Source: an optimization exercise on an open RTL-to-GDS flow (aim: small area, a short achievable clock period and few clock cycles per item). Production flows keep margins and buffers that such runs may drop. Where RTL was checked, it was by simulation tests only, not by an equivalence proof against the original. No functional check of the RTL was part of runs 1, 6 and 7. Power and IR drop assume default switching activity.

==> design/flow/config.mk <==
export PLATFORM = sky130hd
export DESIGN_NAME = fpcvt
export DESIGN_NICKNAME = fpcvt
export VERILOG_FILES = /design/flow/design.v
export SDC_FILE = /design/flow/constraint.sdc
export NUM_CORES = 4
export LEC_CHECK = 0
export CAP_MARGIN = 20
export CORE_MARGIN = 2
export CORE_UTILIZATION = 40
export CTS_BUF_LIST = sky130_fd_sc_hd__clkbuf_8
export SLEW_MARGIN = 20
==> design/flow/constraint.sdc <==
create_clock -name core_clock -period 17.0 [get_ports {clk}]
set_input_delay 3.4000 -clock core_clock [delete_from_list [all_inputs] [get_ports {clk}]]
set_output_delay 3.4000 -clock core_clock [all_outputs]
set_load 0.01 [all_outputs]
==> design/flow/design.v <==
module fpcvt (
    input  wire        clk,
    input  wire        rst,
    input  wire        in_valid,
    output wire        in_ready,
    input  wire [31:0] x,
    input  wire [3:0]  fmt,
    input  wire        ovf_ieee,
    input  wire        tern,
    output reg         out_valid,
    output reg  [31:0] y,
    output reg         flag_ovf,
    output reg         flag_nan
);
    assign in_ready = 1'b1;
    reg        v1;
    reg [31:0] x1;
    reg [3:0]  fmt1;
    reg        opt1;
    reg [5:0]  c1;
    always @(posedge clk) begin
        if (rst) v1 <= 1'b0;
        else     v1 <= in_valid;
        x1   <= x;
        fmt1 <= fmt;
        opt1 <= fmt[3] ? tern : ovf_ieee;
        c1   <= (fmt == 4'h2) ? 6'd6 : (fmt == 4'h3) ? 6'd21 : (fmt == 4'h4) ? 6'd14 : (fmt == 4'h5) ? 6'd26 :
                (fmt == 4'h6) ? 6'd27 : (fmt == 4'h7) ? 6'd29 : 6'd30;
    end
    wire        s    = x1[31];
    wire [7:0]  ex   = x1[30:23];
    wire [22:0] mx   = x1[22:0];
    wire        exz  = ~|ex;
    wire        exo  = &ex;
    wire        mxz  = ~|mx;
    wire f_fp32 = fmt1 == 4'h0;
    wire f_bf16 = fmt1 == 4'h1;
    wire f_fp16 = fmt1 == 4'h2;
    wire f_e4m3 = fmt1 == 4'h3;
    wire f_e5m2 = fmt1 == 4'h4;
    wire f_e3m2 = fmt1 == 4'h5;
    wire f_e2m3 = fmt1 == 4'h6;
    wire f_e2m1 = fmt1 == 4'h7;
    wire f_i32  = fmt1 == 4'h8;
    wire f_i16  = fmt1 == 4'h9;
    wire f_i8   = fmt1 == 4'hA;
    wire f_u8   = fmt1 == 4'hB;
    wire f_i4   = fmt1 == 4'hC;
    wire f_i2   = fmt1 == 4'hD;
    wire f_bin  = fmt1 == 4'hE;
    wire isint1 = fmt1[3];
    wire [5:0] c2 = f_fp32 ? 6'd8   : f_bf16 ? 6'd24  : f_fp16 ? 6'd21  : (f_e4m3 | f_e2m3) ? 6'd28 :
                    (f_e5m2 | f_e3m2) ? 6'd29 : 6'd30;
    wire       fnorm = f_fp32 | f_bf16 |
                       ((f_fp16 | f_e5m2) & (ex >= 8'd113)) | (f_e4m3 & (ex >= 8'd121)) |
                       (f_e3m2 & (ex >= 8'd125)) | ((f_e2m3 | f_e2m1) & (ex >= 8'd127));
    wire       tsat  = (f_fp16 & (ex <= 8'd70)) | (f_e4m3 & (ex <= 8'd85)) | (f_e5m2 & (ex <= 8'd78)) |
                       (f_e3m2 & (ex <= 8'd90)) | (f_e2m3 & (ex <= 8'd91)) | (f_e2m1 & (ex <= 8'd93)) |
                       (isint1 & (ex <= 8'd94));
    wire [5:0] diff  = c1 - ex[5:0];
    wire [5:0] t     = fnorm ? c2 : (diff | {6{tsat}});
    wire [7:0] ehi =
          ({8{f_fp32 | f_bf16}} & ex)
        | ({8{fnorm & (f_fp16 | f_e5m2)}} & {3'd0, ~ex[4], ex[3:0]})
        | ({8{fnorm & f_e4m3}} & {4'd0, ~ex[3], ex[2:0]})
        | ({8{fnorm & f_e3m2}} & {5'd0, ~ex[2], ex[1:0]})
        | ({8{fnorm & (f_e2m3 | f_e2m1)}} & {6'd0, ~ex[1], ex[0]})
        | {7'd0, ~fnorm};
    wire [38:0] w     = {ehi, mx, 8'd0};
    wire [39:0] shv   = {w, 1'b0} >> t;
    reg  [22:0] smask;
    integer k;
    always @(*)
        for (k = 0; k < 23; k = k + 1)
            smask[k] = (t > k + 9);
    wire neg1 = isint1 & s;
    wire ipos_a = (f_i32 & (ex >= 8'd158)) | (f_i16 & (ex >= 8'd142)) | (f_i8 & (ex >= 8'd134)) |
                  (f_u8 & (ex >= 8'd135)) | (f_i4 & (ex >= 8'd130)) | (f_i2 & (ex >= 8'd128));
    wire ineg_a = (f_i32 & (ex >= 8'd159)) | (f_i16 & (ex >= 8'd143)) | (f_i8 & (ex >= 8'd135)) |
                  (f_u8 & (ex >= 8'd127)) | (f_i4 & (ex >= 8'd131)) |
                  (f_i2 & (opt1 ? (ex >= 8'd128) : (ex >= 8'd129)));
    wire ineg_c = (f_i32 & (ex == 8'd158)) | (f_i16 & (ex == 8'd142)) | (f_i8 & (ex == 8'd134)) |
                  f_u8 | (f_i4 & (ex == 8'd130)) |
                  (f_i2 & (opt1 ? (ex == 8'd127) : (ex == 8'd128)));
    wire fbig   = ((f_fp16 | f_e5m2) & (ex > 8'd142)) | (f_e4m3 & (ex > 8'd135)) |
                  (f_e3m2 & (ex > 8'd131)) | ((f_e2m3 | f_e2m1) & (ex > 8'd129));
    wire f_oa   = (fbig & ~exo) | (f_e4m3 & (ex == 8'd135) & (&mx[22:20]));
    wire f_oc   = (f_bf16 & (ex == 8'd254) & (&mx[22:16])) |
                  (f_fp16 & (ex == 8'd142) & (&mx[22:13])) |
                  (f_e5m2 & (ex == 8'd142) & (&mx[22:21])) |
                  (f_e4m3 & (ex == 8'd135) & (mx[22:20] == 3'b110)) |
                  (f_e3m2 & (ex == 8'd131) & (&mx[22:21])) |
                  (f_e2m3 & (ex == 8'd129) & (&mx[22:20])) |
                  (f_e2m1 & (ex == 8'd129) & mx[22]);
    wire bpos   = ~s & ~(exo & ~mxz) & ~(exz & mxz);
    wire oa1    = f_bin ? bpos : isint1 ? (s ? ineg_a : ipos_a) : f_oa;
    wire oc1    = isint1 ? (s ? ineg_c : 1'b1) : f_oc;
    reg        v2;
    reg [31:0] ain;
    reg        guard, stk;
    reg        s2, nan2, inf2, oa2, oc2, opt2;
    reg [3:0]  fmt2;
    always @(posedge clk) begin
        if (rst) v2 <= 1'b0;
        else     v2 <= v1;
        ain   <= shv[32:1] ^ {32{neg1}};
        guard <= shv[0];
        stk   <= |(mx & smask);
        s2    <= s;
        nan2  <= exo & ~mxz;
        inf2  <= exo & mxz;
        oa2   <= oa1;
        oc2   <= oc1;
        opt2  <= opt1;
        fmt2  <= fmt1;
    end
    wire g_fp32 = fmt2 == 4'h0;
    wire g_bf16 = fmt2 == 4'h1;
    wire g_fp16 = fmt2 == 4'h2;
    wire g_e4m3 = fmt2 == 4'h3;
    wire g_e5m2 = fmt2 == 4'h4;
    wire g_e3m2 = fmt2 == 4'h5;
    wire g_e2m3 = fmt2 == 4'h6;
    wire g_e2m1 = fmt2 == 4'h7;
    wire g_i32  = fmt2 == 4'h8;
    wire g_i16  = fmt2 == 4'h9;
    wire g_i8   = fmt2 == 4'hA;
    wire g_u8   = fmt2 == 4'hB;
    wire g_i4   = fmt2 == 4'hC;
    wire g_i2   = fmt2 == 4'hD;
    wire g_bin  = fmt2 == 4'hE;
    wire isint  = fmt2[3];
    wire neg    = isint & s2;
    wire        up    = guard & (stk | (ain[0] ^ neg));
    wire        cin   = up ^ neg;
    wire [31:0] r     = ain + {31'd0, cin};
    wire lb = (g_i32 & (&ain[30:0])) | (g_i16 & (&ain[14:0])) | (g_i8 & (&ain[6:0])) |
              (g_u8 & (s2 | (&ain[7:0]))) | (g_i4 & (&ain[2:0])) |
              (g_i2 & ((s2 & opt2) | ain[0])) | ~isint;
    wire ovf  = oa2 | (neg ? (oc2 & (~lb | up)) : (oc2 & up & lb));
    wire [31:0] wmask = g_fp32 | g_i32 ? 32'hFFFFFFFF :
                        (g_bf16 | g_fp16 | g_i16) ? 32'h0000FFFF :
                        (g_e4m3 | g_e5m2 | g_i8 | g_u8) ? 32'h000000FF :
                        (g_e3m2 | g_e2m3) ? 32'h0000003F :
                        (g_e2m1 | g_i4) ? 32'h0000000F :
                        g_i2 ? 32'h00000003 : 32'h00000001;
    wire [31:0] wtop  = wmask ^ {1'b0, wmask[31:1]};    
    wire fhasinf = g_fp32 | g_bf16 | g_fp16 | g_e5m2;
    wire fhasnan = fhasinf | g_e4m3;
    wire selr = ~nan2 & ~inf2 & ~ovf & ~g_bin;
    wire [31:0] fnan = g_fp32 ? 32'h7FC00000 : g_bf16 ? 32'h7FC0 : g_fp16 ? 32'h7E00 :
                       g_e5m2 ? 32'h7E : g_e4m3 ? 32'h7F : 32'd0;
    wire [31:0] finf = g_fp32 ? 32'h7F800000 : (g_bf16 ? 32'h7F80 : 32'd0) | (g_fp16 ? 32'h7C00 : 32'd0) |
                       (g_e5m2 ? 32'h7C : 32'd0);
    wire [31:0] fmax = g_fp32 ? 32'h7F7FFFFF : g_bf16 ? 32'h7F7F : g_fp16 ? 32'h7BFF :
                       g_e5m2 ? 32'h7B : g_e4m3 ? 32'h7E : (g_e3m2 | g_e2m3) ? 32'h1F : 32'h7;
    wire useinf = fhasinf & (inf2 | opt2);
    wire [31:0] fcon = nan2 ? fnan : ((useinf ? finf : fmax) | (wtop & {32{s2}}));
    wire [31:0] icon = nan2 ? 32'd0 :
                       s2 ? (g_u8 ? 32'd0 : (g_i2 & opt2) ? 32'h3 : wtop) :
                            (g_u8 ? 32'hFF : {1'b0, wmask[31:1]});
    wire [31:0] ccon = g_bin ? {31'd0, oa2} : isint ? icon : fcon;
    wire [31:0] res   = selr ? ((r & wmask) | (wtop & {32{s2 & ~isint}})) : ccon;
    wire        r_nan = nan2 & ~(fhasnan & ~isint);
    wire        r_ovf = ~nan2 & ~g_bin & ((inf2 & ~isint) ? ~fhasinf : ovf);
    always @(posedge clk) begin
        if (rst) out_valid <= 1'b0;
        else     out_valid <= v2;
        y        <= res;
        flag_ovf <= r_ovf;
        flag_nan <= r_nan;
    end
endmodule
==> design/flow/flow/run.sh <==
#!/bin/bash
set -euo pipefail
export BUFFER_PORTS_ARGS="-buffer_cell sky130_fd_sc_hd__buf_2"
export SETUP_SLACK_MARGIN=12.6
export CTS_ARGS="-sink_clustering_enable -repair_clock_nets -buf_list sky130_fd_sc_hd__clkbuf_8 -dont_use_dummy_load"
bash standard.sh > standard.log 2>&1
==> design/flow/standard.sh <==
#!/bin/bash
# synth_recipe.tcl (not shown) runs the flow's synth.tcl, then flattens the netlist and writes it again
# the make line also repeats each setting of config.mk as NAME=value (left out here)
make -C /OpenROAD-flow-scripts/flow DESIGN_CONFIG=/design/flow/config.mk WORK_HOME=/design/flow/orfs CLKGATE_MAP_FILE= SYNTH_SCRIPT=/design/flow/synth_recipe.tcl "${@:-finish}"
==> impl_metrics.env, run 1 <==
export IMPL_avgRoutedWirePerCell_microns=20.6
export IMPL_hold_buffers=0
export IMPL_dieArea_sq_um=22500
export IMPL_met1_usage_pct=34.1
export IMPL_track_usage_pct=25.3
export IMPL_critical_path_buf_inv_count=1
export IMPL_synth_nets=1129
export IMPL_max_stage_delay_ps=320
export IMPL_htree_num_levels=4
export IMPL_ys_types=94
export IMPL_start_kind="flop"
export IMPL_diodes=0
export IMPL_viasPerCell=6.44
export IMPL_overflow=0
export IMPL_synth_top_cell_area_share_pct=28.9
export IMPL_initial_core_util_pct=40.6
export IMPL_area_growth_pct=9.58
export IMPL_yosysMostFrequentCell="dfxtp_1"
export IMPL_tns_ps=0
export IMPL_critPathKind="reg -> out"
export IMPL_cts_buffers_inserted=17
export IMPL_slowest_stage="dfxtp_1"
export IMPL_place_hpwl_microns=20000
export IMPL_outcome="complete, no violations"
export IMPL_grt_busiest_layer="met2"
export IMPL_maxSlewViolCount=0
export IMPL_drtAntennaViolNets=0
export IMPL_peakVddDrop_v=0.0000462
export IMPL_grt_pass1_wl_microns=45700
export IMPL_cp_arrival_ps=870
export IMPL_clock_path_buffers=2
export IMPL_top_level_ports=77
export IMPL_fin_crit_sh_pct=25.1
export IMPL_finalHoldViolations=0
export IMPL_skew_ps=22.7
export IMPL_cp_max_fo=1
export IMPL_crit_required_ps=13600
export IMPL_nNetsFinal=1157
export IMPL_synth_area_sq_um=8510
export IMPL_die_h_microns=150
export IMPL_drt_iter0_drc=1252
export IMPL_yosysTopAreaCell="dfxtp_1"
export IMPL_p_total_uw=879
export IMPL_synthTopCellsByCount="dfxtp_1, nand2_1, nor2_1, o21ai_0, a21oi_1"
export IMPL_maxCapViolations=0
export IMPL_ys_seq_elements=123
export IMPL_cts_sinks=123
export IMPL_hold_class="reg -> reg"
export IMPL_clock_latency_ps=440
export IMPL_cts_tree="yes"
export IMPL_netlist_instances=1080
export IMPL_max_freq_ghz=0.234
export IMPL_use_met2_pct=40.0
export IMPL_final_setup_viol_count=0
export IMPL_detail_route_wirelength_microns=28500
export IMPL_coreArea_sq_um=21000
export IMPL_maxSlewHeadroom_pct=31.9
export IMPL_antenna_found_initial=0
export IMPL_async_flop_share_pct=0
export IMPL_drc=0
export IMPL_synth_ff_type="dfxtp_1"
export IMPL_gp_congestion=0.968
export IMPL_fp_row_count=53
export IMPL_path_clk_slew_ps=80
export IMPL_rsz0062_at_grt="true"
export IMPL_synth_edf_count=0
export IMPL_ys_warn_count=1
export IMPL_p_leak_uw=0.00327
export IMPL_crit_family="flip-flops"
export IMPL_grt_max_degree=47
export IMPL_cts_root_buf="clkbuf_8"
export IMPL_period_minus_slack_ps=4270
export IMPL_synth_area_top_cells="dfxtp_1, a2111oi_0, xnor2_1, o21ai_0, nand2_1"
export IMPL_syn_area_per_cell_sq_um=7.88
export IMPL_crit_path_end_kind="primary output"
export IMPL_num_vias=8891
export IMPL_first_pass_iters=7
export IMPL_path_cells="buf_2"
export IMPL_use_met3_pct=5.40
export IMPL_power_density_nw_per_um2=94.2
export IMPL_die_width_microns=150
export IMPL_drive_above_1_share_pct=15.7
export IMPL_grt_pass1_vias=8192
export IMPL_worst_slew_pin_transition_ps=1020
export IMPL_seq_area_frac_synth_pct=28.9
export IMPL_port_buffers=75
-- path summary, 6_finish.rpt --
| path | depth (start not counted) | from | endpoint | slack [ps] |
|---|---|---|---|---|
| max | 1 | y[18]$_DFF_P_ | y[18] | 12730 |
| min | 0 | opt1$_DFF_P_ | opt2$_DFF_P_ | 420 |
| max reg2reg | 11 | fmt1[1]$_DFF_P_ | ain[11]$_DFF_P_ | 12770 |
| min reg2reg | 0 | opt1$_DFF_P_ | opt2$_DFF_P_ | 420 |
-- stage by stage --
step                      area, sq um  setup slack, ps  hold slack, ps  cells  utilization (%)
final                            9330            12730             419   1381             44.5
after global routing             9330            12570             433   1381             44.5
after CTS                        9230            12530             421   1377             44.0
after detailed placement         8940            11960             413   1358             42.7
after global placement           8930            11870             412   1357             42.6
after floorplan                  8510            13090             332   1080                -
-- cell type report --
type	instances	area, sq um
Clock buffer	17	234
Fill cell	2192	11600
Inverter	23	86.3
Multi-Input combinational cell	848	5660
Sequential cell	123	2480
Tap cell	275	344
Timing Repair Buffer	95	527
-- power breakdown --
part / total [uW] / internal, uW / switching, uW
clock network: 188 / 87.9 / 101
logic: 326 / 121 / 205
registers: 364 / 325 / 39.9
-- repair_timing --
item                                    4_1_cts  5_1_grt
resized for setup                            12       15
pin swaps                                     3        2
cloned                                        1        1
endpoints found under the setup margin       30       31
setup buffers                                 1        3
-- cell usage in the layout (no fill, tap or decap), drive strengths merged, types with 12 or more instances in the layout --
cell / synthesis / routed
o211ai: 17 / 17
o31ai: 17 / 18
nand2b: 15 / 15
a2111oi: 48 / 48
a21oi: 66 / 66
a22oi: 12 / 12
nor4: 28 / 28
nand4: 17 / 17
dfxtp: 123 / 123
nand2: 95 / 95
xnor2: 46 / 46
a211oi: 23 / 23
o21ai: 77 / 77
inv: 23 / 23
nor3: 37 / 37
nor2: 79 / 79
a31oi: 25 / 26
nand3: 31 / 31
o22ai: 14 / 14
clkbuf: 48 / 17
xor2: 26 / 26
buf: 40 / 95
-- metal layers --
layer / share of wire [%] / vias to the layer above
met5: 0 / -
met4: 3.0 / 0
met3: 8.9 / 81
met2: 45 / 511
met1: 43 / 4125
li1: - / 4174
-- flip-flops by register name, indices dropped and copies added, names as in the netlist --
| signal | flops |
|---|---|
| ain | 32 |
| c1 | 5 |
| flag_nan | 1 |
| flag_ovf | 1 |
| fmt1 | 4 |
| fmt2 | 4 |
| guard | 1 |
| inf2 | 1 |
| nan2 | 1 |
| oa2 | 1 |
| oc2 | 1 |
| opt1 | 1 |
| opt2 | 1 |
| out_valid | 1 |
| s2 | 1 |
| stk | 1 |
| v1 | 1 |
| v2 | 1 |
| x1 | 32 |
| y | 32 |
-- cell families (layout without fill, tap and decap cells) --
group	count (synthesis)	count (layout)	synth area share (%)
AO/OA/AOI/OAI	384	386	32.3
flip-flops	123	123	28.9
other	1	1	0.0440
AND/OR/NAND/NOR	364	364	22.1
XOR/XNOR	72	72	7.41
multiplexers	14	14	1.69
adder cells (fa/ha/maj)	11	11	1.62
buffers and inverters	111	135	5.91
==> run 2: changes to the inputs <==
--- a/design/flow/design.v
+++ b/design/flow/design.v
@@ -18,5 +18,4 @@
     reg [3:0]  fmt1;
     reg        opt1;
-    reg [5:0]  c1;
     always @(posedge clk) begin
         if (rst) v1 <= 1'b0;
@@ -25,6 +24,4 @@
         fmt1 <= fmt;
         opt1 <= fmt[3] ? tern : ovf_ieee;
-        c1   <= (fmt == 4'h2) ? 6'd6 : (fmt == 4'h3) ? 6'd21 : (fmt == 4'h4) ? 6'd14 : (fmt == 4'h5) ? 6'd26 :
-                (fmt == 4'h6) ? 6'd27 : (fmt == 4'h7) ? 6'd29 : 6'd30;
     end
     wire        s    = x1[31];
@@ -50,4 +47,6 @@
     wire f_bin  = fmt1 == 4'hE;
     wire isint1 = fmt1[3];
+    wire [5:0] c1 = f_fp16 ? 6'd6 : f_e4m3 ? 6'd21 : f_e5m2 ? 6'd14 : f_e3m2 ? 6'd26 :
+                    f_e2m3 ? 6'd27 : f_e2m1 ? 6'd29 : 6'd30;
     wire [5:0] c2 = f_fp32 ? 6'd8   : f_bf16 ? 6'd24  : f_fp16 ? 6'd21  : (f_e4m3 | f_e2m3) ? 6'd28 :
                     (f_e5m2 | f_e3m2) ? 6'd29 : 6'd30;
@@ -98,5 +97,5 @@
     reg        v2;
     reg [31:0] ain;
-    reg        guard, stk;
+    reg        up;
     reg        s2, nan2, inf2, oa2, oc2, opt2;
     reg [3:0]  fmt2;
@@ -105,6 +104,5 @@
         else     v2 <= v1;
         ain   <= shv[32:1] ^ {32{neg1}};
-        guard <= shv[0];
-        stk   <= |(mx & smask);
+        up    <= shv[0] & ((|(mx & smask)) | shv[1]);
         s2    <= s;
         nan2  <= exo & ~mxz;
@@ -132,5 +130,4 @@
     wire isint  = fmt2[3];
     wire neg    = isint & s2;
-    wire        up    = guard & (stk | (ain[0] ^ neg));
     wire        cin   = up ^ neg;
     wire [31:0] r     = ain + {31'd0, cin};
==> run 2 against run 1 <==
  * Still clean
  * Setup slack worse by 9.2 ps
  * Die area down 8.4%
  * Global-route usage down 2.2 points
  * Cell area down 8.7%
  * Via count down 15%
  * Largest cell class unchanged
  * Largest power group unchanged
  * Highest routed layer unchanged
==> impl_metrics.env, run 2 <==
export IMPL_grt_pass1_wl_microns=37500
export IMPL_crit_family="flip-flops"
export IMPL_seq_area_frac_synth_pct=30.1
export IMPL_ys_seq_elements=117
export IMPL_rsz0062_at_grt="false"
export IMPL_avgRoutedWirePerCell_microns=18.5
export IMPL_area_growth_pct=9.57
export IMPL_cts_setup_buffers=0
export IMPL_period_minus_slack_ps=4280
export IMPL_tns_ps=0
export IMPL_grt_pass1_vias=6942
export IMPL_path_clk_slew_ps=70
export IMPL_final_cell_mix="dfxtp_1, nand2_1, mux2i_1, buf_2, nor2_1"
export IMPL_multi_input_area_sq_um=5050
export IMPL_critical_path_buf_inv_count=1
export IMPL_r2r_start="fmt1[3]$_DFF_P_"
export IMPL_cp_arrival_ps=880
export IMPL_dieArea_sq_um=20600
export IMPL_nNetsFinal=1050
export IMPL_maxSlewHeadroom_pct=33.5
export IMPL_hold_end="opt2$_DFF_P_"
export IMPL_synth_edf_count=0
export IMPL_reg2reg_slack_ps=12810
export IMPL_power_density_nw_per_um2=98.3
export IMPL_maxCapViolations=0
export IMPL_cts_tree="yes"
export IMPL_clock_latency_ps=440
export IMPL_maxSlewViolCount=0
export IMPL_drc=0
export IMPL_peakVddDrop_v=0.0000675
export IMPL_outcome="complete, no violations"
export IMPL_synth_nets=1025
export IMPL_port_buffers=75
export IMPL_initial_core_util_pct=40.4
export IMPL_drt_iter0_drc=819
export IMPL_drive_above_1_share_pct=13.9
export IMPL_final_setup_viol_count=0
export IMPL_yosysTopAreaCell="dfxtp_1"
export IMPL_slowest_stage="dfxtp_1"
export IMPL_num_vias=7564
export IMPL_die_width_microns=143
export IMPL_crit_required_ps=13600
export IMPL_synth_area_top_cells="dfxtp_1, mux2i_1, nand2_1, xnor2_1, o21ai_0"
export IMPL_ys_warn_count=1
export IMPL_top_regs="ain (32), x1 (32), y (32)"
export IMPL_netlist_instances=976
export IMPL_p_leak_uw=0.00316
export IMPL_cts_root_buf="clkbuf_8"
export IMPL_cp_max_fo=1
export IMPL_track_usage_pct=23.0
export IMPL_synth_ff_type="dfxtp_1"
export IMPL_clock_path_buffers=2
export IMPL_hold_buffers=0
export IMPL_skew_ps=24.4
export IMPL_detail_route_wirelength_microns=23400
export IMPL_cts_buffers_inserted=17
export IMPL_diodes=0
export IMPL_gp_congestion=0.979
export IMPL_first_pass_iters=6
export IMPL_min_from="opt1$_DFF_P_"
export IMPL_cts_sinks=117
export IMPL_synthTopCellsByCount="dfxtp_1, nand2_1, mux2i_1, nor2_1, o21ai_0"
export IMPL_htree_num_levels=4
export IMPL_max_freq_ghz=0.234
export IMPL_yosysMostFrequentCell="dfxtp_1"
export IMPL_crit_start="y[22]$_DFF_P_"
export IMPL_fp_row_count=51
export IMPL_synth_top_cell_area_share_pct=30.1
export IMPL_r2r_end="up$_DFF_P_"
export IMPL_worst_slew_pin_transition_ps=995
export IMPL_grt_max_degree=43
export IMPL_max_stage_delay_ps=320
export IMPL_syn_area_per_cell_sq_um=7.97
export IMPL_hold_path_depth=0
export IMPL_finalHoldViolations=0
export IMPL_synth_area_sq_um=7780
export IMPL_antenna_found_initial=0
export IMPL_drtAntennaViolNets=0
export IMPL_start_kind="flop"
export IMPL_p_total_uw=838
export IMPL_path_cells="buf_2"
export IMPL_critPathKind="reg -> out"
export IMPL_die_h_microns=143
export IMPL_top_level_ports=77
export IMPL_ff2ff_path_depth=14
export IMPL_ys_types=76
export IMPL_final_common_cell="dfxtp_1"
export IMPL_fill_cells=1975
export IMPL_crit_path_end_kind="primary output"
export IMPL_async_flop_share_pct=0
export IMPL_hold_class="reg -> reg"
export IMPL_overflow=0
export IMPL_regArea_sq_um=2350
export IMPL_coreArea_sq_um=19300
export IMPL_fin_crit_sh_pct=25.2
export IMPL_viasPerCell=5.98
export IMPL_place_hpwl_microns=17000
==> run 2: what timing repair did <==
item / in CTS / in global routing
setup endpoints to repair: 25 / 33
endpoints found under the hold margin: 0 / 0
gates resized for setup: 8 / 16
==> run 2: report_power, final <==
part | internal (uW) | total [uW] | switching [uW] | leakage [uW]
registers | 312 | 354 | 41.9 | 0.000977
clock network | 87.6 | 185 | 97.2 | 0.000122
logic | 122 | 299 | 177 | 0.00206
==> run 2: per-stage QoR <==
| stage | hold slack, ps | instance area, sq um | std cells | util, % | setup WS, ps |
|---|---|---|---|---|---|
| after floorplan | 326 | 7780 | 976 | - | 13180 |
| after global placement | 393 | 8220 | 1247 | 42.7 | 12330 |
| after detailed placement | 386 | 8220 | 1247 | 42.7 | 12290 |
| after CTS | 396 | 8480 | 1264 | 44.0 | 12530 |
| after global routing | 401 | 8520 | 1264 | 44.2 | 12610 |
| final | 386 | 8520 | 1264 | 44.2 | 12720 |
==> run 2: worst max-delay path by stage <==
stage	cells past startpoint	end	slack (ps)
2_1_floorplan	1	opt1$_DFF_P_	13180
3_3_place_gp	15	up$_DFF_P_	12330
3_5_place_dp	16	up$_DFF_P_	12290
4_1_cts	16	up$_DFF_P_	12530
5_1_grt	14	up$_DFF_P_	12610
6_report	1	y[22]	12720
==> run 2: kinds of logic after synthesis <==
group / Yosys count / synth area share (%)
AOI/OAI and AO/OA: 280 / 24.5
xor gates and xnor gates: 63 / 7.09
adders and majority gates: 9 / 1.51
buffers and inverters: 100 / 5.60
DFF: 117 / 30.1
muxes: 85 / 11.1
other: 1 / 0.0482
and+or+nand+nor: 321 / 20.1
==> run 2: area by class of cell <==
type                    count  area share [%]
inverters                  19           0.837
flip-flops and latches    117            27.6
well taps                 265            3.89
clock buffers              17            2.75
repair buffers             87            5.62
multi-input cells         759            59.3
==> run 2: routing by layer <==
layer  track usage [%]  wire (microns)  vias to the layer above
li1                  -               -                     3664
met1              31.0           10600                     3494
met2              35.7           10400                      350
met3              5.30            1720                       56
met4              8.93             739                        0
met5                 0               0                        -
==> run 2: worst register-to-register path: cells and delay by family (launching register included) <==
| kind | cells | cell delay, ps |
|---|---|---|
| buffers and inverters | 2 | 370 |
| AND/OR/NAND/NOR | 3 | 1000 |
| adder cells (fa/ha/maj) | 2 | 610 |
| AO/OA/AOI/OAI | 4 | 780 |
| multiplexers | 3 | 820 |
| flip-flops | 1 | 460 |
Testbench counts of run 2, summed over its fixed seeds: cycles 24,024, items 24,000.
==> run 3: changes to the inputs <==
==> design/flow/flow/run.sh (replaced) <==
#!/bin/bash
set -euo pipefail
export BUFFER_PORTS_ARGS="-buffer_cell sky130_fd_sc_hd__buf_2"
export SETUP_SLACK_MARGIN=12.65
export CTS_ARGS="-sink_clustering_enable -repair_clock_nets -buf_list sky130_fd_sc_hd__clkbuf_8 -dont_use_dummy_load"
bash standard.sh > standard.log 2>&1
==> run 3 against run 2 <==
  * Highest routed layer unchanged
  * Routed wire length increased by 0.23%
  * Clock skew decreased by 1.1 ps
  * Largest cell class unchanged
  * Via count increased by 0.48%
  * Critical path type unchanged
  * Synthesized cell count unchanged
  * Core utilization increased by 0.13 points
  * Still clean
  * Combinational power about the same
  * Sequential cell count unchanged
==> impl_metrics.env, run 3 <==
export IMPL_path_cells="buf_2"
export IMPL_synth_area_top_cells="dfxtp_1, mux2i_1, nand2_1, xnor2_1, o21ai_0"
export IMPL_grt_max_degree=43
export IMPL_cts_buffers_inserted=17
export IMPL_yosysTopAreaCell="dfxtp_1"
export IMPL_synth_top_family_by_area="compound AO/OA/AOI/OAI gates"
export IMPL_p_leak_uw=0.00317
export IMPL_grt_pass1_vias=6942
export IMPL_synthXorXnorAreaFrac_pct=7.09
export IMPL_cp_max_fo=1
export IMPL_drtAntennaViolNets=0
export IMPL_first_pass_iters=6
export IMPL_die_width_microns=143
export IMPL_slowest_stage="dfxtp_1"
export IMPL_final_setup_viol_count=0
export IMPL_area_growth_pct=9.89
export IMPL_async_flop_share_pct=0
export IMPL_fin_crit_sh_pct=25.2
export IMPL_seq_area_frac_synth_pct=30.1
export IMPL_ys_types=76
export IMPL_crit_path_end_kind="primary output"
export IMPL_dieArea_sq_um=20600
export IMPL_top_regs="ain (32), x1 (32), y (32)"
export IMPL_synthSimpleGateAreaFrac_pct=20.1
export IMPL_hold_class="reg -> reg"
export IMPL_start_kind="flop"
export IMPL_crit_required_ps=13600
export IMPL_power_density_nw_per_um2=98.3
export IMPL_peakVddDrop_v=0.0000673
export IMPL_outcome="complete, no violations"
export IMPL_top_level_ports=77
export IMPL_overflow=0
export IMPL_drt_iter0_drc=827
export IMPL_rsz0062_at_grt="true"
export IMPL_tns_ps=0
export IMPL_coreArea_sq_um=19300
export IMPL_drive_above_1_share_pct=14.3
export IMPL_skew_ps=23.3
export IMPL_diodes=0
export IMPL_gp_congestion=0.979
export IMPL_maxSlewHeadroom_pct=34.6
export IMPL_place_hpwl_microns=17000
export IMPL_cts_tree="yes"
export IMPL_synth_nets=1025
export IMPL_synth_edf_count=0
export IMPL_critPathKind="reg -> out"
export IMPL_final_common_cell="dfxtp_1"
export IMPL_finalHoldViolations=0
export IMPL_initial_core_util_pct=40.4
export IMPL_maxSlewViolCount=0
export IMPL_yosysMostFrequentCell="dfxtp_1"
export IMPL_num_vias=7600
export IMPL_max_freq_ghz=0.234
export IMPL_drc=0
export IMPL_final_cell_mix="dfxtp_1, nand2_1, mux2i_1, buf_2, nor2_1"
export IMPL_hold_buffers=0
export IMPL_synth_area_sq_um=7780
export IMPL_synthTopCellsByCount="dfxtp_1, nand2_1, mux2i_1, nor2_1, o21ai_0"
export IMPL_antenna_found_initial=0
export IMPL_netlist_instances=976
export IMPL_synth_ff_type="dfxtp_1"
export IMPL_port_buffers=75
export IMPL_synthAdderAreaFrac_pct=1.51
export IMPL_dpl_cell_area_sq_um=8220
export IMPL_clock_latency_ps=440
export IMPL_critical_path_buf_inv_count=1
export IMPL_cts_root_buf="clkbuf_8"
export IMPL_crit_family="flip-flops"
export IMPL_max_stage_delay_ps=320
export IMPL_synth_top_cell_area_share_pct=30.1
export IMPL_final_util_pct=44.4
export IMPL_viasPerCell=6.01
export IMPL_worst_slew_pin_transition_ps=978
export IMPL_grt_pass1_wl_microns=37500
export IMPL_p_total_uw=840
export IMPL_clock_path_buffers=2
export IMPL_htree_num_levels=4
export IMPL_syn_area_per_cell_sq_um=7.97
export IMPL_cts_sinks=117
export IMPL_ys_warn_count=1
export IMPL_die_h_microns=143
export IMPL_fp_row_count=51
export IMPL_synthMuxAreaShare_pct=11.1
export IMPL_track_usage_pct=23.0
export IMPL_avgRoutedWirePerCell_microns=18.6
export IMPL_maxCapViolations=0
export IMPL_ys_seq_elements=117
export IMPL_synth_compound_area_share_pct=24.5
export IMPL_cp_arrival_ps=880
export IMPL_path_clk_slew_ps=70
export IMPL_period_minus_slack_ps=4280
export IMPL_detail_route_wirelength_microns=23500
export IMPL_fin_area_sq_um=8550
export IMPL_nNetsFinal=1051
## run 3: cell counts after synthesis
Identical to the previous run, type by type.
## run 3: final timing paths
kind | slack (ps) | startpoint | depth (start not counted) | endpoint
max | 12720 | y[22]$_DFF_P_ | 1 | y[22]
min | 390 | opt1$_DFF_P_ | 0 | opt2$_DFF_P_
max reg2reg | 12870 | fmt1[0]$_DFF_P_ | 14 | ain[25]$_DFF_P_
min reg2reg | 390 | opt1$_DFF_P_ | 0 | opt2$_DFF_P_
## run 3: repair_timing
| action | in CTS | in global routing |
|---|---|---|
| buffers inserted | 0 | 1 |
| setup endpoints to repair | 30 | 36 |
| resized for setup | 9 | 22 |
| endpoints found under the hold margin | 0 | 0 |
| pin swaps | 0 | 0 |
## run 3: kinds of logic after synthesis
kind of cell    after synthesis
fa+ha+maj                     9
other cells                   1
simple gates                321
mux                          85
buf+inv                     100
flops                       117
compound gates              280
xor+xnor                     63
## run 3: final cells by class
type | instances | area [sq um]
sequential | 117 | 2360
tap | 265 | 332
clock buffer | 17 | 234
multi-input combinational | 759 | 5060
fill | 1978 | 10700
timing repair buffer | 88 | 493
inverter | 19 | 71.3
## run 3: metal layers
metal / vias up / part of all wire [%] / track usage [%]
met5: - / 0 / 0
met4: 0 / 3.0 / 8.93
met3: 56 / 7.2 / 5.30
met2: 376 / 45 / 35.7
met1: 3506 / 45 / 31.0
li1: 3662 / - / -
## run 3: metrics by stage
| stage | worst slack [ps] | cells | hold WS (ps) |
|---|---|---|---|
| after floorplan | 13180 | 976 | 326 |
| after global placement | 12330 | 1247 | 393 |
| after detailed placement | 12290 | 1247 | 386 |
| after CTS | 12650 | 1264 | 396 |
| after global routing | 12640 | 1265 | 401 |
| final | 12720 | 1265 | 386 |
## run 3: report_power, final
group	total (uW)	internal, uW	switching, uW
sequential	354	312	41.9
clock	185	87.6	97.1
combinational	301	123	178
==> run 4: changes to the inputs <==
--- a/design/flow/design.v
+++ b/design/flow/design.v
@@ -98,5 +98,5 @@
     reg [31:0] ain;
     reg        up;
-    reg        s2, nan2, inf2, oa2, oc2, opt2;
+    reg        s2, nan2, oa2, oc2, opt2;
     reg [3:0]  fmt2;
     always @(posedge clk) begin
@@ -107,7 +107,6 @@
         s2    <= s;
         nan2  <= exo & ~mxz;
-        inf2  <= exo & mxz;
-        oa2   <= oa1;
-        oc2   <= oc1;
+        oa2   <= oa1 | (~isint1 & exo & mxz);
+        oc2   <= oc1 | (~isint1 & exo & mxz);
         opt2  <= opt1;
         fmt2  <= fmt1;
@@ -130,4 +129,5 @@
     wire isint  = fmt2[3];
     wire neg    = isint & s2;
+    wire inf2   = ~isint & oa2 & oc2;
     wire        cin   = up ^ neg;
     wire [31:0] r     = ain + {31'd0, cin};
==> design/flow/flow/run.sh (replaced) <==
#!/bin/bash
set -euo pipefail
export BUFFER_PORTS_ARGS="-buffer_cell sky130_fd_sc_hd__buf_2"
export SETUP_SLACK_MARGIN=12.6
export CTS_ARGS="-sink_clustering_enable -repair_clock_nets -buf_list sky130_fd_sc_hd__clkbuf_8 -dont_use_dummy_load"
bash standard.sh > standard.log 2>&1
==> run 4 against run 3 <==
  * Still clean on timing, DRC and antenna
  * Sequential cell count shrank 1
  * Sequential power shrank 2%
  * Clock power about the same
  * Synthesized cell count fell by 1.2%
  * Register-to-register slack worse by 70 ps
  * Critical path depth unchanged
  * Sequential share of layout area hardly changed
  * Cell area shrank 1.3%
  * Via count decreased by 1.4%
  * Combinational power about the same
  * Power down 0.67%
  * Setup slack got worse by 20 ps
  * Critical path type unchanged
  * Largest power group unchanged
  * Highest routed layer unchanged
==> impl_metrics.env, run 4 <==
export IMPL_hold_path_depth=0
export IMPL_path_clk_slew_ps=80
export IMPL_p_leak_uw=0.00338
export IMPL_maxCapViolations=0
export IMPL_die_width_microns=143
export IMPL_crit_family="flip-flops"
export IMPL_synthMuxAreaShare_pct=9.11
export IMPL_seq_area_frac_synth_pct=30.2
export IMPL_synthTopCellsByCount="dfxtp_1, nand2_1, nor2_1, mux2i_1, o21ai_0"
export IMPL_nNetsFinal=1054
export IMPL_final_common_cell="dfxtp_1"
export IMPL_yosysTopAreaCell="dfxtp_1"
export IMPL_detail_route_wirelength_microns=23600
export IMPL_hold_buffers=0
export IMPL_worst_slack_ps=12700
export IMPL_clock_path_buffers=2
export IMPL_synth_nets=1013
export IMPL_power_density_nw_per_um2=98.8
export IMPL_start_kind="flop"
export IMPL_synthXorXnorAreaFrac_pct=7.63
export IMPL_synthAdderAreaFrac_pct=2.18
export IMPL_synth_area_sq_um=7690
export IMPL_avgRoutedWirePerCell_microns=19.1
export IMPL_async_flop_share_pct=0
export IMPL_track_usage_pct=23.0
export IMPL_fin_area_sq_um=8440
export IMPL_grt_max_degree=44
export IMPL_gp_congestion=0.958
export IMPL_worst_slew_pin_transition_ps=981
export IMPL_period_minus_slack_ps=4300
export IMPL_p_total_uw=834
export IMPL_hold_class="reg -> reg"
export IMPL_place_ws_ps=12330
export IMPL_port_buffers=75
export IMPL_htree_num_levels=4
export IMPL_synth_top_cell_area_share_pct=30.2
export IMPL_drive_above_1_share_pct=15.2
export IMPL_drc=0
export IMPL_skew_ps=41.5
export IMPL_overflow=0
export IMPL_synthSimpleGateAreaFrac_pct=21.6
export IMPL_syn_area_per_cell_sq_um=7.98
export IMPL_min_from="opt1$_DFF_P_"
export IMPL_antenna_found_initial=0
export IMPL_synth_ff_type="dfxtp_1"
export IMPL_cts_buffers_inserted=17
export IMPL_top_level_ports=77
export IMPL_path_cells="buf_2"
export IMPL_coreArea_sq_um=18800
export IMPL_crit_required_ps=13600
export IMPL_cts_root_buf="clkbuf_8"
export IMPL_reg2reg_slack_ps=12800
export IMPL_peakVddDrop_v=0.0000526
export IMPL_netlist_instances=964
export IMPL_maxSlewHeadroom_pct=34.2
export IMPL_ys_types=86
export IMPL_r2r_end="ain[2]$_DFF_P_"
export IMPL_ys_seq_elements=116
export IMPL_r2r_start="x1[30]$_DFF_P_"
export IMPL_fin_crit_sh_pct=25.3
export IMPL_clock_latency_ps=460
export IMPL_drtAntennaViolNets=0
export IMPL_synth_edf_count=0
export IMPL_tns_ps=0
export IMPL_cts_sinks=116
export IMPL_synth_compound_area_share_pct=24.0
export IMPL_max_stage_delay_ps=320
export IMPL_critPathKind="reg -> out"
export IMPL_initial_core_util_pct=41.0
export IMPL_num_vias=7491
export IMPL_crit_path_end_kind="primary output"
export IMPL_dieArea_sq_um=20300
export IMPL_place_hpwl_microns=16900
export IMPL_top_regs="ain (32), x1 (32), y (32)"
export IMPL_grt_pass1_vias=6771
export IMPL_hold_end="opt2$_DFF_P_"
export IMPL_yosysMostFrequentCell="dfxtp_1"
export IMPL_synth_area_top_cells="dfxtp_1, mux2i_1, nand2_1, xor2_1, nor2_1"
export IMPL_rsz0062_at_grt="false"
export IMPL_dpl_cell_area_sq_um=8110
export IMPL_outcome="complete, no violations"
export IMPL_cp_arrival_ps=900
export IMPL_viasPerCell=6.06
export IMPL_maxSlewViolCount=0
export IMPL_area_growth_pct=9.76
export IMPL_first_pass_iters=6
export IMPL_cp_max_fo=1
export IMPL_synth_top_family_by_area="compound AO/OA/AOI/OAI gates"
export IMPL_final_setup_viol_count=0
export IMPL_fp_row_count=50
export IMPL_grt_pass1_wl_microns=37100
export IMPL_max_freq_ghz=0.233
export IMPL_drt_iter0_drc=905
export IMPL_ff2ff_path_depth=13
export IMPL_ys_warn_count=1
export IMPL_dp_cells=1216
export IMPL_cts_tree="yes"
export IMPL_die_h_microns=143
export IMPL_final_cell_mix="dfxtp_1, nand2_1, nor2_1, buf_2, mux2i_1"
export IMPL_diodes=0
export IMPL_critical_path_buf_inv_count=1
export IMPL_slowest_stage="dfxtp_1"
export IMPL_finalHoldViolations=0
export IMPL_fin_cells=1237
==> run 4: cell types whose count changed after synthesis, sizes merged, moves of 10 or more <==
cell	before	now
a221oi	13	2
nand2	93	104
xor2	24	42
mux2i	77	61
buf	25	35
xnor2	39	25
nor2	71	86
clkbuf	56	34
==> run 4: logic make-up (layout without fill, tap and decap cells) <==
| logic type | count (synthesis) | in the layout |
|---|---|---|
| flops | 116 | 116 |
| mux | 69 | 69 |
| xor+xnor | 67 | 67 |
| other cells | 1 | 1 |
| buf+inv | 84 | 122 |
| compound gates | 269 | 270 |
| simple gates | 344 | 344 |
| fa+ha+maj | 14 | 14 |
==> run 4: report_power, final <==
part | total (uW) | switching, uW | internal, uW
Clock | 188 | 100 | 87.6
Combinational | 298 | 180 | 118
Sequential | 348 | 38.6 | 310
==> run 4: area by class of cell <==
cell class              instances  area (sq um)
clock buffers                  17           234
well taps                     234           293
inverters                      15          56.3
repair buffers                 90           488
flip-flops and latches        116          2330
multi-input cells             765          5040
fillers                      1935         10300
==> run 4: worst max path at each step <==
stage | start | to | slack (ps) | cells past startpoint
global route | x1[28]$_DFF_P_ | up$_DFF_P_ | 12610 | 12
floorplan | fmt[3] | opt1$_DFF_P_ | 13180 | 1
detailed placement | x1[25]$_DFF_P_ | up$_DFF_P_ | 12330 | 11
CTS | fmt1[0]$_DFF_P_ | up$_DFF_P_ | 12630 | 16
finish | y[20]$_DFF_P_ | y[20] | 12700 | 1
global placement | x1[25]$_DFF_P_ | up$_DFF_P_ | 12370 | 11
==> run 4: per-layer routing <==
metal / part of all wire (%) / global-route usage [%] / vias to the layer above
met4: 2.8 / 8.96 / 0
met1: 46 / 32.0 / 3485
met5: 0 / 0 / -
met2: 44 / 35.5 / 352
li1: - / - / 3590
met3: 6.8 / 4.06 / 64
==> run 4: through the flow <==
| stage | util [%] | hold WS, ps |
|---|---|---|
| after CTS | 44.6 | 411 |
| after global placement | 43.2 | 407 |
| after detailed placement | 43.2 | 402 |
| after floorplan | - | 338 |
| after global routing | 45.0 | 423 |
| final | 45.0 | 416 |
==> run 4: what timing repair did <==
action,4_1_cts,5_1_grt
setup endpoints to repair,27,32
setup buffers,0,3
pin swaps,0,1
gates cloned,0,1
resized for setup,2,13
Testbench counts of run 4, summed over its fixed seeds: cycles 24,024, items 24,000.
==> run 5: changes to the inputs <==
==> design/flow/flow/run.sh (replaced) <==
#!/bin/bash
set -euo pipefail
export BUFFER_PORTS_ARGS="-buffer_cell sky130_fd_sc_hd__buf_2"
export SETUP_SLACK_MARGIN=12.7
export CTS_ARGS="-sink_clustering_enable -repair_clock_nets -buf_list sky130_fd_sc_hd__clkbuf_8 -dont_use_dummy_load"
bash standard.sh > standard.log 2>&1
==> run 5 against run 4 <==
  * Still clean on timing, DRC and antenna
  * Final cell count stayed put
  * Clock skew fell by 5.9 ps
  * Synthesized cell count did not move
  * Die area unchanged
  * Cell area grew 0.76%
  * Combinational power about the same
  * Critical endpoint is now y[24]
  * Highest routed layer unchanged
==> impl_metrics.env, run 5 <==
export IMPL_outcome="complete, no violations"
export IMPL_htree_num_levels=4
export IMPL_tns_ps=0
export IMPL_path_clk_slew_ps=80
export IMPL_synth_area_top_cells="dfxtp_1, mux2i_1, nand2_1, xor2_1, nor2_1"
export IMPL_r2r_start="x1[28]$_DFF_P_"
export IMPL_ys_types=86
export IMPL_nNetsFinal=1054
export IMPL_hold_end="opt2$_DFF_P_"
export IMPL_track_usage_pct=23.1
export IMPL_viasPerCell=6.04
export IMPL_maxSlewViolCount=0
export IMPL_synth_ff_type="dfxtp_1"
export IMPL_diodes=0
export IMPL_crit_required_ps=13600
export IMPL_top_level_ports=77
export IMPL_synth_nets=1013
export IMPL_regArea_sq_um=2340
export IMPL_worst_slew_pin_transition_ps=968
export IMPL_ys_warn_count=1
export IMPL_first_pass_iters=5
export IMPL_cts_root_buf="clkbuf_8"
export IMPL_path_cells="buf_6"
export IMPL_synth_top_cell_area_share_pct=30.2
export IMPL_r2r_end="ain[2]$_DFF_P_"
export IMPL_detail_route_wirelength_microns=23500
export IMPL_yosysTopAreaCell="dfxtp_1"
export IMPL_maxCapViolations=0
export IMPL_fin_cells=1237
export IMPL_fill_cells=1926
export IMPL_clock_latency_ps=450
export IMPL_hold_buffers=0
export IMPL_crit_path_end_kind="primary output"
export IMPL_final_setup_viol_count=0
export IMPL_final_common_cell="nand2_1"
export IMPL_dp_cells=1216
export IMPL_cp_arrival_ps=890
export IMPL_antenna_found_initial=0
export IMPL_yosysMostFrequentCell="dfxtp_1"
export IMPL_dpl_cell_area_sq_um=8110
export IMPL_cts_sinks=116
export IMPL_place_hpwl_microns=16900
export IMPL_synth_edf_count=0
export IMPL_final_cell_mix="nand2_1, dfxtp_1, nor2_1, buf_2, mux2i_1"
export IMPL_hold_path_depth=0
export IMPL_grt_max_degree=44
export IMPL_cts_buffers_inserted=17
export IMPL_fp_row_count=50
export IMPL_port_buffers=75
export IMPL_cts_tree="yes"
export IMPL_area_growth_pct=10.6
export IMPL_max_freq_ghz=0.233
export IMPL_rsz0062_at_grt="true"
export IMPL_grt_pass1_wl_microns=37200
export IMPL_critical_path_buf_inv_count=1
export IMPL_crit_family="flip-flops"
export IMPL_top_regs="ain (32), x1 (32), y (32)"
export IMPL_avgRoutedWirePerCell_microns=19.0
export IMPL_cp_max_fo=1
export IMPL_power_density_nw_per_um2=98.4
export IMPL_skew_ps=35.6
export IMPL_synth_area_sq_um=7690
export IMPL_num_vias=7467
export IMPL_start_kind="flop"
export IMPL_maxSlewHeadroom_pct=35.1
export IMPL_overflow=0
export IMPL_period_minus_slack_ps=4290
export IMPL_critPathKind="reg -> out"
export IMPL_fin_crit_sh_pct=25.2
export IMPL_grt_pass1_vias=6760
export IMPL_max_stage_delay_ps=330
export IMPL_die_width_microns=143
export IMPL_async_flop_share_pct=0
export IMPL_finalHoldViolations=0
export IMPL_dieArea_sq_um=20300
export IMPL_seq_area_frac_synth_pct=30.2
export IMPL_hold_class="reg -> reg"
export IMPL_min_from="opt1$_DFF_P_"
export IMPL_ff2ff_path_depth=11
export IMPL_syn_area_per_cell_sq_um=7.98
export IMPL_peakVddDrop_v=0.0000525
export IMPL_ys_seq_elements=116
export IMPL_slowest_stage="dfxtp_2"
export IMPL_drive_above_1_share_pct=16.3
export IMPL_fin_area_sq_um=8500
export IMPL_multi_input_area_sq_um=5040
export IMPL_die_h_microns=143
export IMPL_initial_core_util_pct=41.0
export IMPL_synthTopCellsByCount="dfxtp_1, nand2_1, nor2_1, mux2i_1, o21ai_0"
export IMPL_gp_congestion=0.958
export IMPL_clock_path_buffers=2
export IMPL_p_leak_uw=0.00339
export IMPL_netlist_instances=964
export IMPL_reg2reg_slack_ps=12890
export IMPL_coreArea_sq_um=18800
export IMPL_drc=0
export IMPL_drtAntennaViolNets=0
export IMPL_drt_iter0_drc=997
-- run 5: worst max-delay path by stage --
| stage | startpoint | end | slack (ps) | depth (start not counted) |
|---|---|---|---|---|
| after floorplan | fmt[3] | opt1$_DFF_P_ | 13180 | 1 |
| after CTS | y[24]$_DFF_P_ | y[24] | 12680 | 1 |
| after global placement | x1[25]$_DFF_P_ | up$_DFF_P_ | 12370 | 11 |
| after detailed placement | x1[25]$_DFF_P_ | up$_DFF_P_ | 12330 | 11 |
| final | y[24]$_DFF_P_ | y[24] | 12710 | 1 |
| after global routing | y[18]$_DFF_P_ | y[18] | 12660 | 1 |
-- run 5: metrics by stage --
step,hold WS [ps],setup slack (ps),utilization [%],total power (uW)
after CTS,411,12680,44.7,830
after global placement,407,12370,43.2,642
after global routing,423,12660,45.3,880
final,410,12710,45.3,836
after detailed placement,402,12330,43.2,640
after floorplan,338,13180,-,559
-- run 5: final cells by class --
class	count	share of cell area, %
Multi-Input combinational cell	765	59.3
Sequential cell	116	27.6
Timing Repair Buffer	90	6.30
Tap cell	234	3.44
Clock buffer	17	2.75
Inverter	15	0.662
-- run 5: what timing repair did --
item / CTS / global route
endpoints found under the setup margin: 40 / 48
buffers inserted: 0 / 3
pin swaps: 0 / 1
gates cloned: 0 / 1
resized for setup: 10 / 25
-- run 5: where the power goes --
part           internal, uW  leakage, uW  switching (uW)
clock                  87.6     0.000122            99.2
combinational           120      0.00230             180
sequential              310     0.000973            39.0
-- run 5: kinds of logic (layout without fill, tap and decap cells) --
family / count (synthesis) / after routing / synth area share, %
XOR/XNOR: 67 / 67 / 7.63
AO/OA/AOI/OAI: 269 / 270 / 24.0
AND/OR/NAND/NOR: 344 / 344 / 21.6
other: 1 / 1 / 0.0488
buffers and inverters: 84 / 122 / 5.19
multiplexers: 69 / 69 / 9.11
adder cells (fa/ha/maj): 14 / 14 / 2.18
flip-flops: 116 / 116 / 30.2
-- run 5: routing by layer --
metal / GRT usage (%) / vias to the layer above / share of wire, %
li1: - / 3584 / -
met1: 32.3 / 3460 / 46
met2: 35.7 / 370 / 45
met3: 4.23 / 53 / 6.8
met4: 7.97 / 0 / 2.3
met5: 0 / - / 0
==> run 6: changes to the inputs <==
--- a/design/flow/design.v
+++ b/design/flow/design.v
@@ -96,5 +96,5 @@
     wire oc1    = isint1 ? (s ? ineg_c : 1'b1) : f_oc;
     reg        v2;
-    reg [31:0] ain;
+    reg [31:0] kept;
     reg        up;
     reg        s2, nan2, oa2, oc2, opt2;
@@ -103,5 +103,5 @@
         if (rst) v2 <= 1'b0;
         else     v2 <= v1;
-        ain   <= shv[32:1] ^ {32{neg1}};
+        kept  <= shv[32:1];
         up    <= shv[0] & ((|(mx & smask)) | shv[1]);
         s2    <= s;
@@ -130,4 +130,5 @@
     wire neg    = isint & s2;
     wire inf2   = ~isint & oa2 & oc2;
+    wire [31:0] ain = kept ^ {32{neg}};      
     wire        cin   = up ^ neg;
     wire [31:0] r     = ain + {31'd0, cin};
==> run 6 against run 5 <==
  * Still clean on timing, DRC and antenna
  * Final cell count increased by 11%
  * Die area increased by 7.8%
  * Sequential cell count unchanged
  * Routed wire length increased by 12%
  * Cell area increased by 7.7%
  * Synthesized area increased by 8.0%
  * Clock power about the same
  * Critical path type unchanged
  * Critical endpoint is now y[26]
  * Largest power group unchanged
==> impl_metrics.env, run 6 <==
export IMPL_detail_route_wirelength_microns=26400
export IMPL_drtAntennaViolNets=0
export IMPL_rsz0062_at_grt="true"
export IMPL_final_setup_viol_count=0
export IMPL_power_density_nw_per_um2=94.8
export IMPL_fill_cells=2109
export IMPL_synth_top_cell_area_share_pct=28.0
export IMPL_cts_sinks=116
export IMPL_final_common_cell="dfxtp_1"
export IMPL_ys_warn_count=1
export IMPL_area_growth_pct=10.2
export IMPL_path_clk_slew_ps=70
export IMPL_netlist_instances=1065
export IMPL_initial_core_util_pct=40.9
export IMPL_grt_max_degree=50
export IMPL_synth_ff_type="dfxtp_1"
export IMPL_cp_arrival_ps=880
export IMPL_slowest_stage="dfxtp_2"
export IMPL_cts_buffers_inserted=17
export IMPL_avgRoutedWirePerCell_microns=19.3
export IMPL_port_buffers=75
export IMPL_clock_path_buffers=2
export IMPL_num_vias=8504
export IMPL_skew_ps=34.0
export IMPL_crit_required_ps=13600
export IMPL_die_h_microns=148
export IMPL_maxSlewHeadroom_pct=36.8
export IMPL_synth_nets=1113
export IMPL_viasPerCell=6.20
export IMPL_sw_frac_of_total_pct=39.3
export IMPL_track_usage_pct=23.8
export IMPL_peakVddDrop_v=0.0000485
export IMPL_p_int_uw=526
export IMPL_antenna_found_initial=1
export IMPL_yosysMostFrequentCell="dfxtp_1"
export IMPL_outcome="complete, no violations"
export IMPL_fin_crit_sh_pct=25.2
export IMPL_hold_buffers=0
export IMPL_drive_above_1_share_pct=17.2
export IMPL_drt_iter0_drc=1125
export IMPL_pwr_share_seq_pct=40.4
export IMPL_synth_edf_count=0
export IMPL_diodes=0
export IMPL_top_layer_used="met5"
export IMPL_top_level_ports=77
export IMPL_gp_congestion=0.930
export IMPL_drc=0
export IMPL_wl_met2_microns=11700
export IMPL_clock_latency_ps=460
export IMPL_hold_class="reg -> reg"
export IMPL_crit_path_end_kind="primary output"
export IMPL_ys_seq_elements=116
export IMPL_max_freq_ghz=0.234
export IMPL_finalHoldViolations=0
export IMPL_grt_pass1_vias=7760
export IMPL_start_kind="flop"
export IMPL_htree_num_levels=4
export IMPL_cts_root_buf="clkbuf_8"
export IMPL_critical_path_buf_inv_count=1
export IMPL_critPathKind="reg -> out"
export IMPL_seq_area_frac_synth_pct=28.0
export IMPL_yosysTopAreaCell="dfxtp_1"
export IMPL_max_stage_delay_ps=320
export IMPL_fp_row_count=52
export IMPL_cp_max_fo=1
export IMPL_final_cell_mix="dfxtp_1, nor2_1, o21ai_0, a21oi_1, buf_2"
export IMPL_p_clk_share_pct=21.6
export IMPL_crit_family="flip-flops"
export IMPL_place_hpwl_microns=18700
export IMPL_p_leak_uw=0.00351
export IMPL_overflow=0
export IMPL_nNetsFinal=1151
export IMPL_tns_ps=0
export IMPL_met3RoutedLength_microns=2340
export IMPL_syn_area_per_cell_sq_um=7.80
export IMPL_worst_slack_ps=12720
export IMPL_first_pass_iters=7
export IMPL_path_cells="buf_6"
export IMPL_maxCapViolations=0
export IMPL_ys_types=98
export IMPL_cts_tree="yes"
export IMPL_dieArea_sq_um=21900
export IMPL_coreArea_sq_um=20300
export IMPL_combPwrFrac_pct=38.0
export IMPL_place_ws_ps=12420
export IMPL_async_flop_share_pct=0
export IMPL_die_width_microns=148
export IMPL_worst_slew_pin_transition_ps=938
export IMPL_p_sw_uw=341
export IMPL_met1Wirelength_microns=11700
export IMPL_grt_pass1_wl_microns=42200
export IMPL_top_regs="kept (32), x1 (32), y (32)"
export IMPL_synth_area_top_cells="dfxtp_1, mux2i_1, nor2_1, o21ai_0, a21oi_1"
export IMPL_period_minus_slack_ps=4280
export IMPL_synth_area_sq_um=8300
export IMPL_maxSlewViolCount=0
export IMPL_synthTopCellsByCount="dfxtp_1, nor2_1, o21ai_0, a21oi_1, nand2_1"
run 6: cell types whose count changed after synthesis, moves of 6 or more:
cell | before | now
nor3_1 | 26 | 39
mux2i_1 | 61 | 67
buf_1 | 7 | 13
a211oi_1 | 6 | 15
inv_1 | 15 | 28
nor2_1 | 86 | 107
o21ai_0 | 59 | 79
nand4_1 | 10 | 16
xor2_1 | 42 | 16
buf_2 | 16 | 22
a21oi_1 | 48 | 77
nand2_1 | 104 | 71
run 6: layout make-up:
class | count | area (sq um) | area share [%]
Multi-Input combinational cell | 844 | 5580 | 61.0
Sequential cell | 116 | 2340 | 25.5
Timing Repair Buffer | 96 | 558 | 6.10
Tap cell | 270 | 338 | 3.69
Clock buffer | 17 | 234 | 2.56
Inverter | 28 | 105 | 1.15
run 6: stage by stage:
stage	utilization (%)	area (sq um)	power, uW	instances	hold slack (ps)
global placement	43.1	8740	666	1344	385
global route	45.1	9150	913	1371	410
detailed placement	43.1	8740	666	1344	392
floorplan	-	8300	580	1065	326
finish	45.1	9150	867	1371	399
CTS	44.5	9020	858	1366	403
run 6: cell families after synthesis:
group | Yosys count | synth area share (%)
adder cells (fa/ha/maj) | 8 | 1.27
flip-flops | 116 | 28.0
XOR/XNOR | 43 | 4.54
multiplexers | 80 | 9.84
AND/OR/NAND/NOR | 375 | 23.0
other | 1 | 0.0452
AO/OA/AOI/OAI | 335 | 27.5
buffers and inverters | 107 | 5.91
run 6: timing repair:
item                                    CTS  global route
pin swaps                                 3             2
hold endpoints to repair                  0             0
gates cloned                              2             0
resized for setup                         3            26
buffers inserted                          3             5
endpoints found under the setup margin   36            49
run 6: final timing paths:
kind	startpoint	endpoint	slack [ps]	depth (start not counted)
max	y[26]$_DFF_P_	y[26]	12720	1
min	opt1$_DFF_P_	opt2$_DFF_P_	400	0
max reg2reg	x1[25]$_DFF_P_	up$_DFF_P_	12820	11
min reg2reg	opt1$_DFF_P_	opt2$_DFF_P_	400	0
run 6: power by group through the flow:
stage	Sequential (uW)	Combinational (uW)	Clock [uW]
floorplan	342	238	0
global placement	354	312	0
global route	355	355	203
finish	351	329	187
CTS	349	316	193
detailed placement	355	311	0
run 6: routing by layer:
metal | vias to the layer above | GRT usage (%)
li1 | 4042 | -
met1 | 3926 | 33.5
met2 | 464 | 36.4
met3 | 70 | 4.20
met4 | 2 | 9.33
met5 | - | 0
==> run 7: changes to the inputs <==
--- a/design/flow/design.v
+++ b/design/flow/design.v
@@ -80,5 +80,5 @@
                   (f_i2 & (opt1 ? (ex >= 8'd128) : (ex >= 8'd129)));
     wire ineg_c = (f_i32 & (ex == 8'd158)) | (f_i16 & (ex == 8'd142)) | (f_i8 & (ex == 8'd134)) |
-                  f_u8 | (f_i4 & (ex == 8'd130)) |
+                  (f_u8 & (ex < 8'd127)) | (f_i4 & (ex == 8'd130)) |
                   (f_i2 & (opt1 ? (ex == 8'd127) : (ex == 8'd128)));
     wire fbig   = ((f_fp16 | f_e5m2) & (ex > 8'd142)) | (f_e4m3 & (ex > 8'd135)) |
@@ -96,18 +96,17 @@
     wire oc1    = isint1 ? (s ? ineg_c : 1'b1) : f_oc;
     reg        v2;
-    reg [31:0] kept;
+    reg [31:0] ain;
     reg        up;
-    reg        s2, nan2, oa2, oc2, opt2;
+    reg        s2, oa2, oc2, opt2;
     reg [3:0]  fmt2;
     always @(posedge clk) begin
         if (rst) v2 <= 1'b0;
         else     v2 <= v1;
-        kept  <= shv[32:1];
+        ain   <= shv[32:1] ^ {32{neg1}};
         up    <= shv[0] & ((|(mx & smask)) | shv[1]);
-        s2    <= s;
-        nan2  <= exo & ~mxz;
-        oa2   <= oa1 | (~isint1 & exo & mxz);
-        oc2   <= oc1 | (~isint1 & exo & mxz);
-        opt2  <= opt1;
+        s2    <= s | (isint1 & exo & ~mxz);
+        oa2   <= oa1 | (exo & (~isint1 | ~mxz));
+        oc2   <= oc1 | (exo & (~isint1 | ~mxz));
+        opt2  <= (~isint1 & exo) ? ~mxz : opt1;
         fmt2  <= fmt1;
     end
@@ -129,6 +128,7 @@
     wire isint  = fmt2[3];
     wire neg    = isint & s2;
-    wire inf2   = ~isint & oa2 & oc2;
-    wire [31:0] ain = kept ^ {32{neg}};      
+    wire spec2  = oa2 & oc2;
+    wire nan2   = spec2 & (isint ? s2 : opt2);
+    wire inf2   = spec2 & ~isint & ~opt2;
     wire        cin   = up ^ neg;
     wire [31:0] r     = ain + {31'd0, cin};
@@ -158,5 +158,5 @@
                        s2 ? (g_u8 ? 32'd0 : (g_i2 & opt2) ? 32'h3 : wtop) :
                             (g_u8 ? 32'hFF : {1'b0, wmask[31:1]});
-    wire [31:0] ccon = g_bin ? {31'd0, oa2} : isint ? icon : fcon;
+    wire [31:0] ccon = g_bin ? {31'd0, oa2 & ~nan2} : isint ? icon : fcon;
     wire [31:0] res   = selr ? ((r & wmask) | (wtop & {32{s2 & ~isint}})) : ccon;
     wire        r_nan = nan2 & ~(fhasnan & ~isint);
==> design/flow/flow/run.sh (replaced) <==
#!/bin/bash
set -euo pipefail
export BUFFER_PORTS_ARGS="-buffer_cell sky130_fd_sc_hd__buf_2"
export SETUP_SLACK_MARGIN=12.6
export CTS_ARGS="-sink_clustering_enable -repair_clock_nets -buf_list sky130_fd_sc_hd__clkbuf_8 -dont_use_dummy_load"
bash standard.sh > standard.log 2>&1
==> run 7 against run 6 <==
  * Still clean
  * Synthesized area is 3.2% lower
  * Worst hold slack better by 44 ps
  * Highest routed layer is now met4
  * Non-clock buffer count is the same
==> impl_metrics.env, run 7 <==
export IMPL_async_flop_share_pct=0
export IMPL_ys_seq_elements=115
export IMPL_synth_area_top_cells="dfxtp_1, o21ai_0, mux2i_1, nand2_1, xor2_1"
export IMPL_period_minus_slack_ps=4280
export IMPL_ys_types=94
export IMPL_synth_ff_type="dfxtp_1"
export IMPL_ff2ff_path_depth=11
export IMPL_drt_iter0_drc=1137
export IMPL_slowest_stage="dfxtp_1"
export IMPL_maxSlewHeadroom_pct=21.7
export IMPL_hold_end="v2$_SDFF_PP0_"
export IMPL_crit_family="flip-flops"
export IMPL_cts_buffers_inserted=17
export IMPL_crit_required_ps=13600
export IMPL_drc=0
export IMPL_cts_sinks=115
export IMPL_reg2reg_slack_ps=12730
export IMPL_place_hpwl_microns=18300
export IMPL_seq_area_frac_synth_pct=28.6
export IMPL_path_cells="buf_2"
export IMPL_overflow=0
export IMPL_hold_class="reg -> reg"
export IMPL_yosysMostFrequentCell="dfxtp_1"
export IMPL_rsz0062_at_grt="false"
export IMPL_top_level_ports=77
export IMPL_cts_tree="yes"
export IMPL_cp_arrival_ps=880
export IMPL_r2r_end="ain[12]$_DFF_P_"
export IMPL_r2r_start="x1[27]$_DFF_P_"
export IMPL_fin_cells=1333
export IMPL_min_from="v1$_SDFF_PP0_"
export IMPL_hold_buffers=0
export IMPL_worst_slew_pin_transition_ps=1170
export IMPL_area_growth_pct=10.1
export IMPL_max_freq_ghz=0.234
export IMPL_die_width_microns=146
export IMPL_synth_nets=1080
export IMPL_initial_core_util_pct=41.0
export IMPL_synth_top_cell_area_share_pct=28.6
export IMPL_dieArea_sq_um=21200
export IMPL_avgRoutedWirePerCell_microns=19.4
export IMPL_track_usage_pct=23.6
export IMPL_max_stage_delay_ps=310
export IMPL_drtAntennaViolNets=0
export IMPL_die_h_microns=146
export IMPL_synth_area_sq_um=8040
export IMPL_grt_busiest_layer="met2"
export IMPL_path_clk_slew_ps=70
export IMPL_synth_edf_count=0
export IMPL_grt_max_degree=37
export IMPL_gp_congestion=0.941
export IMPL_coreArea_sq_um=19600
export IMPL_diodes=0
export IMPL_detail_route_wirelength_microns=25900
export IMPL_finalHoldViolations=0
export IMPL_nNetsFinal=1119
export IMPL_netlist_instances=1031
export IMPL_skew_ps=26.4
export IMPL_crit_path_end_kind="primary output"
export IMPL_outcome="complete, no violations"
export IMPL_grt_pass1_wl_microns=40600
export IMPL_clock_latency_ps=450
export IMPL_tns_ps=0
export IMPL_yosysTopAreaCell="dfxtp_1"
export IMPL_ys_warn_count=1
export IMPL_syn_area_per_cell_sq_um=7.79
export IMPL_htree_num_levels=4
export IMPL_drive_above_1_share_pct=15.4
export IMPL_first_pass_iters=8
export IMPL_clock_path_buffers=2
export IMPL_start_kind="flop"
## run 7: changes by cell type after synthesis, sizes merged, moves of 11 or more
cell / before / now
a21oi: 78 / 57
o21ai: 81 / 94
a22oi: 6 / 19
nor2: 108 / 85
mux2i: 67 / 39
nand2: 71 / 98
xor2: 16 / 37
inv: 28 / 17
nand3: 38 / 51
## run 7: cell type report
| class | count | area, sq um |
|---|---|---|
| clock buffer | 17 | 234 |
| fill | 2069 | 10700 |
| inverter | 18 | 67.6 |
| multi-input combinational | 822 | 5350 |
| sequential | 115 | 2310 |
| tap | 265 | 332 |
| timing repair buffer | 96 | 558 |
## run 7: what timing repair did
action	CTS	global route
pin swaps	0	4
gates cloned	0	2
endpoints found under the setup margin	29	26
gates resized for setup	6	16
setup buffers	0	12
## run 7: worst max path at each step
stage | slack (ps) | start | cells past startpoint | endpoint
2_1_floorplan | 12810 | fmt1[3]$_DFF_P_ | 17 | up$_DFF_P_
3_3_place_gp | 12220 | fmt1[1]$_DFF_P_ | 14 | up$_DFF_P_
3_5_place_dp | 12070 | fmt1[1]$_DFF_P_ | 14 | up$_DFF_P_
4_1_cts | 12570 | fmt1[0]$_DFF_P_ | 15 | up$_DFF_P_
5_1_grt | 12540 | fmt1[0]$_DFF_P_ | 16 | up$_DFF_P_
6_report | 12720 | y[3]$_DFF_P_ | 1 | y[3]
## run 7: cell families after synthesis
kind of cell	Yosys count	share of synthesized area (%)
flops	115	28.6
xor+xnor	70	7.63
buf+inv	96	6.07
mux	50	6.59
fa+ha+maj	11	1.71
simple gates	390	25.0
other cells	1	0.0467
compound gates	298	24.3
## run 7: worst register-to-register path: stages, from the launching register on
cell and delay (ps):
dfxtp_1 700, nand2_1 210, or4b_1 540, o2bb2ai_1 220, nor2_4 490, and4_1 560
o21ai_0 130, a31oi_1 430, mux2i_1 220, and2_1 210, o31ai_1 340, xnor2_1 150
## run 7: stage by stage
stage / instance area [sq um] / total power (uW) / setup slack, ps / hold slack (ps)
6_report: 8850 / 860 / 12720 / 443
5_1_grt: 8850 / 909 / 12540 / 465
4_1_cts: 8650 / 845 / 12570 / 450
3_5_place_dp: 8390 / 659 / 12070 / 428
3_3_place_gp: 8390 / 659 / 12220 / 417
2_1_floorplan: 8040 / 573 / 12810 / 345
## run 7: power breakdown
group	switching (uW)	internal, uW	total [uW]
Combinational	199	129	327
Sequential	42.0	308	350
Clock	95.5	87.4	183
## run 7: layer usage
layer | share of wire (%) | up-vias
met5 | 0 | -
met4 | 3.8 | 0
met3 | 9.0 | 92
met2 | 44 | 490
met1 | 43 | 3659
li1 | - | 3857

Check on run 7: ideal ports give 12.720 ns setup slack; a clkbuf_16 on the clock port and buf_2 on the inputs give 12.679 ns; moving port delays by the midpoint clock arrival (0.478 ns) as well gives 12.733 ns.
